This is an optimization exercise on Yosys and OpenROAD, whose aim is a short achievable clock period and few clock cycles per item, not a production implementation. Function was checked by simulation only, so behaviour that the tests miss may differ from the original.

==> job 5486 <==
// rc_line_decoder
module rc_line_decoder (
    input             clk,
    input             rst,
    input             start,
    input      [10:0] cfg_segs,    
    input             cfg_ten,     
    input      [16:0] cfg_len,     
    output            idle,
    input             in_valid,
    input      [31:0] in_data,
    output            in_ready,
    input             ab_valid,
    input      [9:0]  ab_px0,
    input      [9:0]  ab_px1,
    output            ab_ready,
    output reg        out_valid,
    output reg [9:0]  out_px0,
    output reg [9:0]  out_px1,
    output reg        done,
    output reg [2:0]  err
);
==> flow/config.mk <==
export PLATFORM = sky130hd
export DESIGN_NAME = rc_line_decoder
export DESIGN_NICKNAME = rc_line_decoder
export VERILOG_FILES = /design/flow/design.v
export SDC_FILE = /design/flow/constraint.sdc
export NUM_CORES = 4
export LEC_CHECK = 0
export ABC_CLOCK_PERIOD_IN_PS = 3000
export CAP_MARGIN = 30
export CORE_MARGIN = 2
export CORE_UTILIZATION = 30
export PLACE_DENSITY = 0.5
export SETUP_SLACK_MARGIN = 5
export SLEW_MARGIN = 30
export TNS_END_PERCENT = 100
==> flow/constraint.sdc <==
create_clock -name core_clock -period 12.0 [get_ports {clk}]
set_input_delay 2.4000 -clock core_clock [delete_from_list [all_inputs] [get_ports {clk}]]
set_output_delay 2.4000 -clock core_clock [all_outputs]
set_load 0.01 [all_outputs]
standard.sh (not shown) runs the stock make flow with config.mk's settings and CLKGATE_MAP_FILE= SYNTH_SCRIPT=/design/flow/synth_recipe.tcl, a recipe that flattens the netlist after the stock synthesis.
==> flow/flow/run.sh <==
#!/bin/bash
# Standard layout (standard synthesis, the standard flow's config and constraints), with
# timing repair asked to keep a larger setup margin.
set -euo pipefail
bash standard.sh SETUP_SLACK_MARGIN=8.5 finish 2>&1 | tee flow_make.log
==> job 2588: changes against job 5486 <==
--- a/flow/design.v
+++ b/flow/design.v
@@ -178,55 +178,29 @@
     wire         r_short = rem_small && ({bw, 1'b0} > rem[5:0]);
     reg  [5:0]   used;
     always @(*) begin
         if (h_go)      used = {1'b0, h_need};
         else if (p_go) used = p_used;
         else if (r_go) used = {bw, 1'b0};
         else           used = 6'd0;
     end
-    localparam integer NT = 47;         
-    reg  [NT-1:0] t2oh;                 
-    reg  [NT-1:0] l0oh;                 
-    reg  [NT-1:0] toh;
-    integer       v;
-    always @(*) begin
-        t2oh = {NT{1'b0}};
-        l0oh = {NT{1'b0}};
-        for (v = 1; v < 32; v = v + 1)
-            l0oh[v] = (L0 == v);
-        for (i = 1; i < NP; i = i + 1)
-            for (v = 1; v < 32; v = v + 1)
-                t2oh[i + v] = t2oh[i + v] | ((L0 == i) && (lr[5*i +: 5] == v));
-        toh = {{(NT-1){1'b0}}, 1'b1};
-        if (h_go)
-            toh = (h_mode == M_PRED) ? ({{(NT-1){1'b0}}, 1'b1} << 8) :
-                  (h_mode == M_RUN)  ? ({{(NT-1){1'b0}}, 1'b1} << 14) :
-                                       ({{(NT-1){1'b0}}, 1'b1} << 2);
-        else if (p_go)
-            toh = p_two ? t2oh : l0oh;
-        else if (r_go)
-            toh = ten ? ({{(NT-1){1'b0}}, 1'b1} << 20) : ({{(NT-1){1'b0}}, 1'b1} << 16);
-    end
     wire [127:0] bm  = bb | wplace;
-    reg  [127:0] bs0;
-    reg  [5*NP-1:0] ls0;
-    integer      m;
-    always @(*) begin
-        bs0 = 128'd0;
-        for (i = 0; i < 128; i = i + 1)
-            for (m = 0; m < NT; m = m + 1)
-                if (i + m < 128)
-                    bs0[127 - i] = bs0[127 - i] | (toh[m] & bm[127 - i - m]);
-        ls0 = {5*NP{1'b0}};
-        for (i = 0; i < NP; i = i + 1)
-            for (m = 0; m < NT; m = m + 1)
-                if (i + m < NL)
-                    ls0[5*i +: 5] = ls0[5*i +: 5] | ({5{toh[m]}} & lpre[5*(i + m) +: 5]);
-    end
+    wire [127:0] bs5 = used[5] ? (bm  << 32) : bm;
+    wire [127:0] bs4 = used[4] ? (bs5 << 16) : bs5;
+    wire [127:0] bs3 = used[3] ? (bs4 << 8)  : bs4;
+    wire [127:0] bs2 = used[2] ? (bs3 << 4)  : bs3;
+    wire [127:0] bs1 = used[1] ? (bs2 << 2)  : bs2;
+    wire [127:0] bs0 = used[0] ? (bs1 << 1)  : bs1;
+    wire [5*NL-1:0] ls5 = used[5] ? (lpre >> 160) : lpre;
+    wire [5*NL-1:0] ls4 = used[4] ? (ls5  >> 80)  : ls5;
+    wire [5*NL-1:0] ls3 = used[3] ? (ls4  >> 40)  : ls4;
+    wire [5*NL-1:0] ls2 = used[2] ? (ls3  >> 20)  : ls3;
+    wire [5*NL-1:0] ls1 = used[1] ? (ls2  >> 10)  : ls2;
+    wire [5*NL-1:0] ls0 = used[0] ? (ls1  >> 5)   : ls1;
     wire [127:0] bb_c1 = bb << L0;      
     reg          f_vld, f_two, f_raw;
     reg  [30:0]  f_c0, f_c1;        
     reg  [4:0]   f_l0, f_l1;
     reg  [3:0]   f_k;
     function [10:0] rice_u;
         input [30:0] c;             
         input [4:0]  l;             
==> flow/flow/run.sh (replaced) <==
#!/bin/bash
# Standard layout (standard synthesis, the standard flow's config and constraints), with
# timing repair asked to keep a larger setup margin.
set -euo pipefail
bash standard.sh SETUP_SLACK_MARGIN=9 finish 2>&1 | tee flow_make.log
==> qor summary <==
                                                                           job 5486         job 2588
Fraction of synthesized area in multiplexers                                  4.51%            10.5%
Cell count after synthesis                                                   19,700           13,400
Dpl ws                                                                      5270 ps          5160 ps
Area fraction in and, or, nand and nor cells after synthesis                  16.4%            14.2%
Count leader, synth                                                         o22ai_1           nor2_1
Number of placed instances, taps included                                    25,600           18,400
Total clock buffers created by CTS                                              209              200
Adder-cell share of the synthesized area                                      9.49%            12.1%
Placement row count                                                             266              232
Share of the synthesized netlist area taken by xor and xnor gates             3.45%            4.76%
Final weighted congestion in routability-driven placement                      1.13             1.02
Number of synthesized register bits                                           1,653            1,653
Synthesized area per cell                                                8.01 sq um       8.94 sq um
Sequential element share of the synthesized area                              25.5%            33.5%
Post-synth design cell area                                           158,000 sq um    120,000 sq um
HPWL Detailed                                                       823,000 microns  412,000 microns
Number of buffers inserted by post-CTS setup repair                           1,408              953
Die span in y                                                           730 microns      637 microns
Portion of synthesized cell area occupied by the leading cell type            13.7%            18.0%
Initial standard-cell utilization of the core                                 30.1%            30.1%
Die W                                                                   730 microns      637 microns
Run status                                                           did not finish   finished clean
Failing step                                                                5_1_grt                -
Total of cells resized after clock tree synthesis                             3,622            2,697
Synth Area in Compound Gates                                                  33.1%            19.9%
Area after DPL                                                        171,000 sq um    130,000 sq um
Count of input and output buffers                                               113              113
Yosys cell types                                                                115              116
Testbench counts of job 5486, summed over its fixed seeds: cycles 98,614, pixels 191,616.
Testbench counts of job 2588, summed over its fixed seeds: cycles 98,614, pixels 191,616.

## static timing again, ports no longer ideal
The results above use ideal ports. As a check the final layout listed here was re-extracted and re-timed, cells and wires unchanged.
Step 1, drivers: a clkbuf_16 drives clk and a buf_2 each remaining input, both assumed.
Step 2 also shifts input and output timing later by t, the mid clock arrival at the registers, as if the neighbouring blocks saw the same clock.
Slacks: no drivers / after step 1 / after step 2; pairs: no drivers / after step 1.
run: job 2588
t (ns): 1.026
setup slack, ns: 7.403 / 7.403 / 7.403
worst hold slack (ns): 0.320 / 0.320 / 0.320
slew at the worst register clock pin (ns): 0.07 / 0.07
cell pins on the clock port's net: 1
After both steps job 2588 still meets setup and hold. For job 2588, drivers alone change the setup slack by 0.000 ns; drivers and shift together by 0.000 ns.
